What follows belongs to an exercise in optimizing a design on an open flow for small area, a short achievable clock period and few clock cycles per item; a production flow would make more cautious choices. Function was checked by simulation only, so behaviour that the tests miss may differ from the original. Power is estimated from default activity; no workload was simulated.

==> inputs of run R <==
## envelope_engine
module envelope_engine (
    input  wire         clk,
    input  wire         rst,
    input  wire         cmd_valid,
    output wire         cmd_ready,
    input  wire         cmd_check,      
    input  wire [63:0]  cmd_tag,        
    input  wire [31:0]  cmd_gen,        
    input  wire [1:0]   cmd_gen_mode,   
    input  wire [15:0]  cmd_gen_lag,    
    input  wire [3:0]   cmd_fmt,        
    input  wire         cmd_loaded,     
    input  wire         cmd_far,        
    input  wire [63:0]  cmd_pred_res,   
    input  wire         in_valid,
    output wire         in_ready,
    input  wire [63:0]  in_data,
    output wire         res_valid,
    input  wire         res_ready,
    output wire [255:0] res_env,        
    output reg  [4:0]   res_bad         
);
    localparam [31:0] POLY    = 32'h82F63B78;   
    localparam [31:0] RESIDUE = 32'hB798B438;   
    reg         cmd_rdy, in_rdy, res_vld;
    reg         mode_check;
    reg  [9:0]  cnt;            
    reg         v;              
    reg  [63:0] d;              
    assign cmd_ready = cmd_rdy;
    assign in_ready  = in_rdy;
    assign res_valid = res_vld;
    reg  [63:0] tag;
    reg  [31:0] gen;
    reg  [1:0]  gen_mode;
    reg  [15:0] gen_lag;
    reg  [5:0]  flags;
    reg  [63:0] pred_res;
    always @(posedge clk) begin
  ...
==> module envelope_engine, before the edit <==
module envelope_engine (
    input  wire         clk,
    input  wire         rst,
    input  wire         cmd_valid,
    output wire         cmd_ready,
    input  wire         cmd_check,      
    input  wire [63:0]  cmd_tag,        
    input  wire [31:0]  cmd_gen,        
    input  wire [1:0]   cmd_gen_mode,   
    input  wire [15:0]  cmd_gen_lag,    
    input  wire [3:0]   cmd_fmt,        
    input  wire         cmd_loaded,     
    input  wire         cmd_far,        
    input  wire [63:0]  cmd_pred_res,   
    input  wire         in_valid,
    output wire         in_ready,
    input  wire [63:0]  in_data,
    output wire         res_valid,
    input  wire         res_ready,
    output wire [255:0] res_env,        
    output reg  [4:0]   res_bad         
);
    localparam [31:0] POLY    = 32'h82F63B78;   
    localparam [31:0] RESIDUE = 32'hB798B438;   
    reg         cmd_rdy, in_rdy, res_vld;
    reg         mode_check;
    reg  [9:0]  cnt;            
    reg         v;              
    reg  [63:0] d;              
    assign cmd_ready = cmd_rdy;
    assign in_ready  = in_rdy;
    assign res_valid = res_vld;
    reg  [63:0] tag;
    reg  [31:0] gen;
    reg  [1:0]  gen_mode;
    reg  [15:0] gen_lag;
    reg  [5:0]  flags;
    reg  [63:0] pred_res;
    always @(posedge clk) begin
        if (cmd_rdy) begin
            mode_check <= cmd_check;
            tag        <= cmd_tag;
            gen        <= cmd_gen;
            gen_mode   <= cmd_gen_mode;
            gen_lag    <= cmd_gen_lag;
            flags      <= {cmd_far, cmd_loaded, cmd_fmt};
            pred_res   <= cmd_pred_res;
        end
    end
    wire       beat_fire = in_valid & in_rdy;
    wire [9:0] last_m1   = mode_check ? 10'd514 : 10'd510;
    wire       body_fire = ~cmd_rdy & ~in_rdy & ~mode_check &
                           (cnt == 10'd511 || cnt == 10'd512 || cnt == 10'd513 || cnt == 10'd514);
    always @(posedge clk) begin
        d <= in_data;
        if (rst) begin
            cmd_rdy <= 1'b1;
            in_rdy  <= 1'b0;
            res_vld <= 1'b0;
            v       <= 1'b0;
        end else begin
            v <= beat_fire | body_fire;
            if (cmd_rdy) begin
                if (cmd_valid) begin
                    cmd_rdy <= 1'b0;
                    in_rdy  <= 1'b1;
                end
            end
            if (beat_fire && cnt == last_m1)
                in_rdy <= 1'b0;
            if (v && cnt == 10'd515)
                res_vld <= 1'b1;
            if (res_vld && res_ready) begin
                res_vld <= 1'b0;
                cmd_rdy <= 1'b1;
            end
        end
    end
    always @(posedge clk) begin
        if (cmd_rdy)
            cnt <= 10'h3FF;
        else if (beat_fire | body_fire)
            cnt <= cnt + 10'd1;
    end
    wire       payload = ~cnt[9];
    wire [1:0] j       = cnt[1:0];
    wire       body    = cnt[9] & ~mode_check;
    reg  [31:0] crc_n;
    reg  [31:0] crc_field;      
    wire force_ones = (cnt == 10'd0) | (cnt[9] & (j == 2'd0) & mode_check);
    wire force_zero = body & (j == 2'd0);
    wire [31:0] crc_in = force_ones ? 32'hFFFFFFFF : force_zero ? 32'h0 : ~crc_n;
    reg  [63:0] body_word;
    always @(*) begin
        case (j)
            2'd0:    body_word = {~crc_n, 32'h0};
            2'd1:    body_word = pred_res;
            2'd2:    body_word = tag;
            default: body_word = {26'd0, flags, gen};
        endcase
    end
    wire [63:0] crc_data = body ? body_word : d;
    wire [31:0] crc_next;
    crc32c_step64 u_crc (.c(crc_in), .d(crc_data), .q(crc_next));
    reg  [63:0] rot;
    wire [7:0]  acc = (cnt[9:3] == 7'd0) ? 8'd0 : rot[7:0];
    wire [11:0] sum = acc + d[7:0] + d[15:8] + d[23:16] + d[31:24]
                          + d[39:32] + d[47:40] + d[55:48] + d[63:56];
    wire [8:0]  fold = sum[7:0] + sum[11:8];
    wire [7:0]  res_new = (fold >= 9'd255) ? (fold - 9'd255) : fold[7:0];
    wire        gen_checked = (gen_mode == 2'd1) | (gen_mode == 2'd2);
    wire        gen_pos     = (gen_mode == 2'd2) & (gen > {16'd0, gen_lag});
    wire [31:0] gen_expect  = gen_pos ? (gen - {16'd0, gen_lag}) : 32'd0;
    always @(posedge clk) begin
        if (v) begin
            crc_n <= ~crc_next;
            if (payload)
                rot <= {res_new, rot[63:8]};
            if (cnt[9] && j == 2'd0)
                crc_field <= crc_n;
            if (cnt[9]) begin
                case (j)
                    2'd0: begin
                        res_bad[1] <= mode_check & (d[31:0] != crc_n);
                        res_bad[2] <= mode_check ? (d[63:32] != rot[31:0]) : (pred_res != rot);
                    end
                    2'd1: begin
                        res_bad[2] <= res_bad[2] | (mode_check & (d[31:0] != rot[63:32]));
                        res_bad[3] <= mode_check & (d[63:32] != tag[31:0]);
                    end
                    2'd2: begin
                        res_bad[3] <= res_bad[3] | (mode_check & (d[31:0] != tag[63:32]));
                        res_bad[4] <= mode_check & gen_checked & (d[63:32] != gen_expect);
                    end
                    default: begin
                        res_bad[0] <= mode_check & (crc_next != RESIDUE);
                    end
                endcase
            end
        end
    end
    assign res_env = {crc_n, 26'd0, flags, gen, tag, pred_res, crc_field};
endmodule
Settings: LEC_CHECK=0, CAP_MARGIN=20, CORE_MARGIN=2, CORE_UTILIZATION=40, PLACE_DENSITY=0.6, SETUP_SLACK_MARGIN=2, SLEW_MARGIN=20; clock period 30.0 ns.
run.sh (not shown) runs the stock make flow with config.mk's settings and CLKGATE_MAP_FILE= SYNTH_SCRIPT=/design/flow/synth_recipe.tcl, a recipe that flattens the netlist after the stock synthesis.
==> run D (differences from run R) <==
--- a/flow/design.v
+++ b/flow/design.v
@@ -34,4 +34,2 @@
     reg  [31:0] gen;
-    reg  [1:0]  gen_mode;
-    reg  [15:0] gen_lag;
     reg  [5:0]  flags;
@@ -43,6 +41,4 @@
             gen        <= cmd_gen;
-            gen_mode   <= cmd_gen_mode;
-            gen_lag    <= cmd_gen_lag;
             flags      <= {cmd_far, cmd_loaded, cmd_fmt};
-            pred_res   <= cmd_pred_res;
+            pred_res   <= cmd_check ? {46'd0, cmd_gen_mode, cmd_gen_lag} : cmd_pred_res;
         end
@@ -105,7 +101,24 @@
     reg  [63:0] rot;
+    function [15:0] csa;        
+        input [7:0] x, y, z;
+        reg [7:0] k;
+        begin
+            k   = (x & y) | (x & z) | (y & z);
+            csa = {k[6:0], k[7], x ^ y ^ z};
+        end
+    endfunction
     wire [7:0]  acc = (cnt[9:3] == 7'd0) ? 8'd0 : rot[7:0];
-    wire [11:0] sum = acc + d[7:0] + d[15:8] + d[23:16] + d[31:24]
-                          + d[39:32] + d[47:40] + d[55:48] + d[63:56];
-    wire [8:0]  fold = sum[7:0] + sum[11:8];
-    wire [7:0]  res_new = (fold >= 9'd255) ? (fold - 9'd255) : fold[7:0];
+    wire [15:0] l1a = csa(acc,     d[7:0],   d[15:8]);
+    wire [15:0] l1b = csa(d[23:16], d[31:24], d[39:32]);
+    wire [15:0] l1c = csa(d[47:40], d[55:48], d[63:56]);
+    wire [15:0] l2a = csa(l1a[7:0], l1a[15:8], l1b[7:0]);
+    wire [15:0] l2b = csa(l1b[15:8], l1c[7:0], l1c[15:8]);
+    wire [15:0] l3  = csa(l2a[7:0], l2a[15:8], l2b[7:0]);
+    wire [15:0] l4  = csa(l3[7:0], l3[15:8], l2b[15:8]);
+    wire [8:0]  s9  = l4[7:0] + l4[15:8];
+    wire        ge  = s9[8] | (&s9[7:0]);
+    wire [7:0]  s9p = s9[7:0] + {7'd0, ge};
+    wire [7:0]  res_new = (&l4) ? 8'd0 : s9p;
+    wire [15:0] gen_lag     = pred_res[15:0];
+    wire [1:0]  gen_mode    = pred_res[17:16];
     wire        gen_checked = (gen_mode == 2'd1) | (gen_mode == 2'd2);
@@ -113,2 +126,21 @@
     wire [31:0] gen_expect  = gen_pos ? (gen - {16'd0, gen_lag}) : 32'd0;
+    reg  [31:0] cmp_lo, cmp_hi;
+    always @(*) begin
+        case (j)
+            2'd0: begin
+                cmp_lo = crc_n;
+                cmp_hi = rot[31:0];
+            end
+            2'd1: begin
+                cmp_lo = mode_check ? rot[63:32] : rot[31:0];
+                cmp_hi = mode_check ? tag[31:0]  : rot[63:32];
+            end
+            default: begin
+                cmp_lo = tag[63:32];
+                cmp_hi = gen_expect;
+            end
+        endcase
+    end
+    wire ne_lo = (crc_data[31:0]  != cmp_lo);
+    wire ne_hi = (crc_data[63:32] != cmp_hi);
     always @(posedge clk) begin
@@ -123,12 +155,12 @@
                     2'd0: begin
-                        res_bad[1] <= mode_check & (d[31:0] != crc_n);
-                        res_bad[2] <= mode_check ? (d[63:32] != rot[31:0]) : (pred_res != rot);
+                        res_bad[1] <= mode_check & ne_lo;
+                        res_bad[2] <= mode_check & ne_hi;
                     end
                     2'd1: begin
-                        res_bad[2] <= res_bad[2] | (mode_check & (d[31:0] != rot[63:32]));
-                        res_bad[3] <= mode_check & (d[63:32] != tag[31:0]);
+                        res_bad[2] <= mode_check ? (res_bad[2] | ne_lo) : (ne_lo | ne_hi);
+                        res_bad[3] <= mode_check & ne_hi;
                     end
                     2'd2: begin
-                        res_bad[3] <= res_bad[3] | (mode_check & (d[31:0] != tag[63:32]));
-                        res_bad[4] <= mode_check & gen_checked & (d[63:32] != gen_expect);
+                        res_bad[3] <= mode_check & (res_bad[3] | ne_lo);
+                        res_bad[4] <= mode_check & gen_checked & ne_hi;
                     end
==> flow/flow/run.sh (new file) <==
#!/bin/bash
set -o pipefail
export BUFFER_PORTS_ARGS="-buffer_cell sky130_fd_sc_hd__buf_1"
bash standard.sh > standard.log 2>&1
==> flow/standard.sh (new file) <==
#!/bin/bash
# synth_recipe.tcl (not shown) runs the flow's synth.tcl, then flattens the netlist and writes it again
# the make line also repeats each setting of config.mk as NAME=value (left out here)
make -C /OpenROAD-flow-scripts/flow DESIGN_CONFIG=/design/flow/config.mk WORK_HOME=/design/flow/orfs CLKGATE_MAP_FILE= SYNTH_SCRIPT=/design/flow/synth_recipe.tcl "${@:-finish}"
CORE_UTILIZATION = 60   (was 40)
PLACE_DENSITY = 0.7   (was 0.6)
removed: flow/run.sh
==> run G (differences from run R) <==
--- a/flow/design.v
+++ b/flow/design.v
@@ -34,4 +34,2 @@
     reg  [31:0] gen;
-    reg  [1:0]  gen_mode;
-    reg  [15:0] gen_lag;
     reg  [5:0]  flags;
@@ -43,6 +41,4 @@
             gen        <= cmd_gen;
-            gen_mode   <= cmd_gen_mode;
-            gen_lag    <= cmd_gen_lag;
             flags      <= {cmd_far, cmd_loaded, cmd_fmt};
-            pred_res   <= cmd_pred_res;
+            pred_res   <= cmd_check ? {46'd0, cmd_gen_mode, cmd_gen_lag} : cmd_pred_res;
         end
@@ -88,5 +84,7 @@
     reg  [31:0] crc_n;
-    reg  [31:0] crc_field;      
-    wire force_ones = (cnt == 10'd0) | (cnt[9] & (j == 2'd0) & mode_check);
-    wire force_zero = body & (j == 2'd0);
+    reg  first1;
+    always @(posedge clk)
+        first1 <= cmd_rdy | (first1 & ~v);
+    wire force_ones = first1 | (cnt[9] & (j == 2'd0) & mode_check);
+    wire force_zero = body & (j == 2'd3);
     wire [31:0] crc_in = force_ones ? 32'hFFFFFFFF : force_zero ? 32'h0 : ~crc_n;
@@ -95,6 +93,6 @@
         case (j)
-            2'd0:    body_word = {~crc_n, 32'h0};
-            2'd1:    body_word = pred_res;
-            2'd2:    body_word = tag;
-            default: body_word = {26'd0, flags, gen};
+            2'd0:    body_word = {pred_res[31:0], 32'h0};
+            2'd1:    body_word = {tag[31:0], pred_res[63:32]};
+            2'd2:    body_word = {gen, tag[63:32]};
+            default: body_word = {~crc_n ^ {26'd0, flags}, 32'h0};
         endcase
@@ -105,10 +103,49 @@
     reg  [63:0] rot;
-    wire [7:0]  acc = (cnt[9:3] == 7'd0) ? 8'd0 : rot[7:0];
-    wire [11:0] sum = acc + d[7:0] + d[15:8] + d[23:16] + d[31:24]
-                          + d[39:32] + d[47:40] + d[55:48] + d[63:56];
-    wire [8:0]  fold = sum[7:0] + sum[11:8];
-    wire [7:0]  res_new = (fold >= 9'd255) ? (fold - 9'd255) : fold[7:0];
+    function [15:0] csa;        
+        input [7:0] x, y, z;
+        reg [7:0] k;
+        begin
+            k   = (x & y) | (x & z) | (y & z);
+            csa = {k[6:0], k[7], x ^ y ^ z};
+        end
+    endfunction
+    reg         first8;
+    always @(posedge clk)
+        first8 <= cmd_rdy | (first8 & ~(v & (cnt[2:0] == 3'd7)));
+    wire [7:0]  acc = first8 ? 8'd0 : rot[7:0];
+    wire [15:0] l1a = csa(acc,     d[7:0],   d[15:8]);
+    wire [15:0] l1b = csa(d[23:16], d[31:24], d[39:32]);
+    wire [15:0] l1c = csa(d[47:40], d[55:48], d[63:56]);
+    wire [15:0] l2a = csa(l1a[7:0], l1a[15:8], l1b[7:0]);
+    wire [15:0] l2b = csa(l1b[15:8], l1c[7:0], l1c[15:8]);
+    wire [15:0] l3  = csa(l2a[7:0], l2a[15:8], l2b[7:0]);
+    wire [15:0] l4  = csa(l3[7:0], l3[15:8], l2b[15:8]);
+    wire [8:0]  s0  = {1'b0, l4[7:0]} + {1'b0, l4[15:8]};
+    wire [8:0]  s1  = {1'b0, l4[7:0]} + {1'b0, l4[15:8]} + 9'd1;
+    wire [7:0]  res_new = (&l4) ? 8'd0 : s1[8] ? s1[7:0] : s0[7:0];
+    wire [15:0] gen_lag     = pred_res[15:0];
+    wire [1:0]  gen_mode    = pred_res[17:16];
     wire        gen_checked = (gen_mode == 2'd1) | (gen_mode == 2'd2);
-    wire        gen_pos     = (gen_mode == 2'd2) & (gen > {16'd0, gen_lag});
-    wire [31:0] gen_expect  = gen_pos ? (gen - {16'd0, gen_lag}) : 32'd0;
+    wire [32:0] gen_diff    = {1'b0, gen} - {17'd0, gen_lag};
+    wire        gen_pos     = (gen_mode == 2'd2) & ~gen_diff[32] & (|gen_diff[31:0]);
+    wire [31:0] gen_expect  = gen_diff[31:0] & {32{gen_pos}};
+    reg  [31:0] cmp_lo, cmp_hi;
+    always @(*) begin
+        case (j)
+            2'd0: begin
+                cmp_lo = crc_n;
+                cmp_hi = rot[31:0];
+            end
+            2'd1: begin
+                cmp_lo = rot[63:32];
+                cmp_hi = tag[31:0];
+            end
+            default: begin
+                cmp_lo = tag[63:32];
+                cmp_hi = gen_expect;
+            end
+        endcase
+    end
+    wire ne_lo = (crc_data[31:0]  != cmp_lo);
+    wire ne_hi = (crc_data[63:32] != cmp_hi);
     always @(posedge clk) begin
@@ -118,4 +155,4 @@
                 rot <= {res_new, rot[63:8]};
-            if (cnt[9] && j == 2'd0)
-                crc_field <= crc_n;
+            else if (j == 2'd0)
+                rot[31:0] <= crc_n;
             if (cnt[9]) begin
@@ -123,12 +160,12 @@
                     2'd0: begin
-                        res_bad[1] <= mode_check & (d[31:0] != crc_n);
-                        res_bad[2] <= mode_check ? (d[63:32] != rot[31:0]) : (pred_res != rot);
+                        res_bad[1] <= mode_check & ne_lo;
+                        res_bad[2] <= ne_hi;
                     end
                     2'd1: begin
-                        res_bad[2] <= res_bad[2] | (mode_check & (d[31:0] != rot[63:32]));
-                        res_bad[3] <= mode_check & (d[63:32] != tag[31:0]);
+                        res_bad[2] <= res_bad[2] | ne_lo;
+                        res_bad[3] <= mode_check & ne_hi;
                     end
                     2'd2: begin
-                        res_bad[3] <= res_bad[3] | (mode_check & (d[31:0] != tag[63:32]));
-                        res_bad[4] <= mode_check & gen_checked & (d[63:32] != gen_expect);
+                        res_bad[3] <= mode_check & (res_bad[3] | ne_lo);
+                        res_bad[4] <= mode_check & gen_checked & ne_hi;
                     end
@@ -141,3 +178,3 @@
     end
-    assign res_env = {crc_n, 26'd0, flags, gen, tag, pred_res, crc_field};
+    assign res_env = {crc_n, 26'd0, flags, gen, tag, pred_res, rot[31:0]};
 endmodule
==> flow/flow/run.sh (new file) <==
#!/bin/bash
set -o pipefail
export BUFFER_PORTS_ARGS="-buffer_cell sky130_fd_sc_hd__buf_1"
bash standard.sh > standard.log 2>&1
==> flow/standard.sh (new file) <==
#!/bin/bash
# synth_recipe.tcl (not shown) runs the flow's synth.tcl, then flattens the netlist and writes it again
# the make line also repeats each setting of config.mk as NAME=value (left out here)
make -C /OpenROAD-flow-scripts/flow DESIGN_CONFIG=/design/flow/config.mk WORK_HOME=/design/flow/orfs CLKGATE_MAP_FILE= SYNTH_SCRIPT=/design/flow/synth_recipe.tcl "${@:-finish}"
CORE_UTILIZATION = 50   (was 40)
PLACE_DENSITY = 0.65   (was 0.6)
removed: flow/run.sh
==> notes.md <==
- Sequential cell count: run G is lower than run D (30).
- The highest area after synthesis belongs to run R, the lowest to run G.
- Worst setup slack: run G is higher than run R (0.33 ns).
- Between run D and run R, the lower maximum frequency is in run R (gap about 5.3%, measured against run R).
- First-iteration DRC count: run G < run R < run D.
- In run R the via count is larger than in run G, by about 3%.
- Against run G, the routed wire length of run D is lower by 0.33%.
- In run D the non-clock buffer count is lower than in run R, by 9.
- Die area: run D < run G < run R.
==> figures <==
Mapped cell area: run D 24,720 sq um; run G 24,670 sq um; run R 26,110 sq um
Destination of the critical timing path: run D res_env[236]; run G res_env[246]; run R rot[57]
Non-clock buffer share of cell area: run D 0.07764; run G 0.07378; run R 0.1594
Count of state elements after synthesis: run D 378; run G 348; run R 396
Crit path capture type: run D primary output; run G primary output; run R flop
Clk cell area share: run D 0.04491; run G 0.05072; run R 0.04857
Share of layout cells above drive strength 1: run D 0.07187; run G 0.09633; run R 0.07576
CP max FO: run D 7; run G 7; run R 9
Power density normalized to cell area: run D 158.3 nW/um^2; run G 119.8 nW/um^2; run R 141.0 nW/um^2
Critical hold path startpoint: run D rot[20]; run G rot[46]; run R rot[47]
Cells after DPL: run D 3,183; run G 3,288; run R 3,608
Launching instance or port of the critical path: run D crc_n[12]; run G crc_n[22]; run R cnt[3]
Worst Max-Slew Pin Slew: run D 1.285 ns; run G 1.218 ns; run R 1.194 ns
CORE AREA: run D 40,740 sq um; run G 48,850 sq um; run R 64,460 sq um
Run status: run D timing/DRC/antenna clean; run G timing/DRC/antenna clean; run R timing/DRC/antenna clean
Routed vias/inst: run D 6.736; run G 6.196; run R 5.816
Total combinational power: run D 3.09 mW; run G 2.07 mW; run R 3.18 mW
Overall die height: run D 207.0 microns; run G 226.2 microns; run R 259.5 microns
Sequential share of power: run D 0.205; run G 0.227; run R 0.202
Testbench counts of run R, summed over its fixed seeds: cycles 49,824, blocks 96.
Testbench counts of run D, summed over its fixed seeds: cycles 49,824, blocks 96.
Testbench counts of run G, summed over its fixed seeds: cycles 49,824, blocks 96.

-- re-timing with driven ports --
The flow's constraints put no driver on any port. The routed layouts listed below were extracted and timed again, unchanged, in two steps. Step 1: set_driving_cell puts a clkbuf_16 on clk and a buf_2 on each other input, an assumption about the parent block. Step 2 moves the port delays by t, midway between the first and last clock arrival at a register: inputs arrive t later, outputs are due t later. That takes back most of the time a late clock gives input paths. Slacks: ideal / step 1 / step 2; pairs: ideal / step 1.
run | t, ns | setup WS [ns] | clock arrival spread, ns | worst slew at a driven data input, ns | cell pins on the clock port's net
run R | 0.641 | 22.065 / 22.042 / 21.899 | 0.044 / 0.044 | 0.09 | 1
run D | 0.651 | 22.465 / 22.401 / 22.378 | 0.031 / 0.031 | 0.05 | 1
run G | 0.663 | 22.390 / 22.328 / 22.619 | 0.037 / 0.037 | 0.07 | 1
After both steps setup and hold are still met in every run listed. The setup slack of run R, which loses most, moves by -0.023 ns with the drivers and by -0.166 ns with both steps.
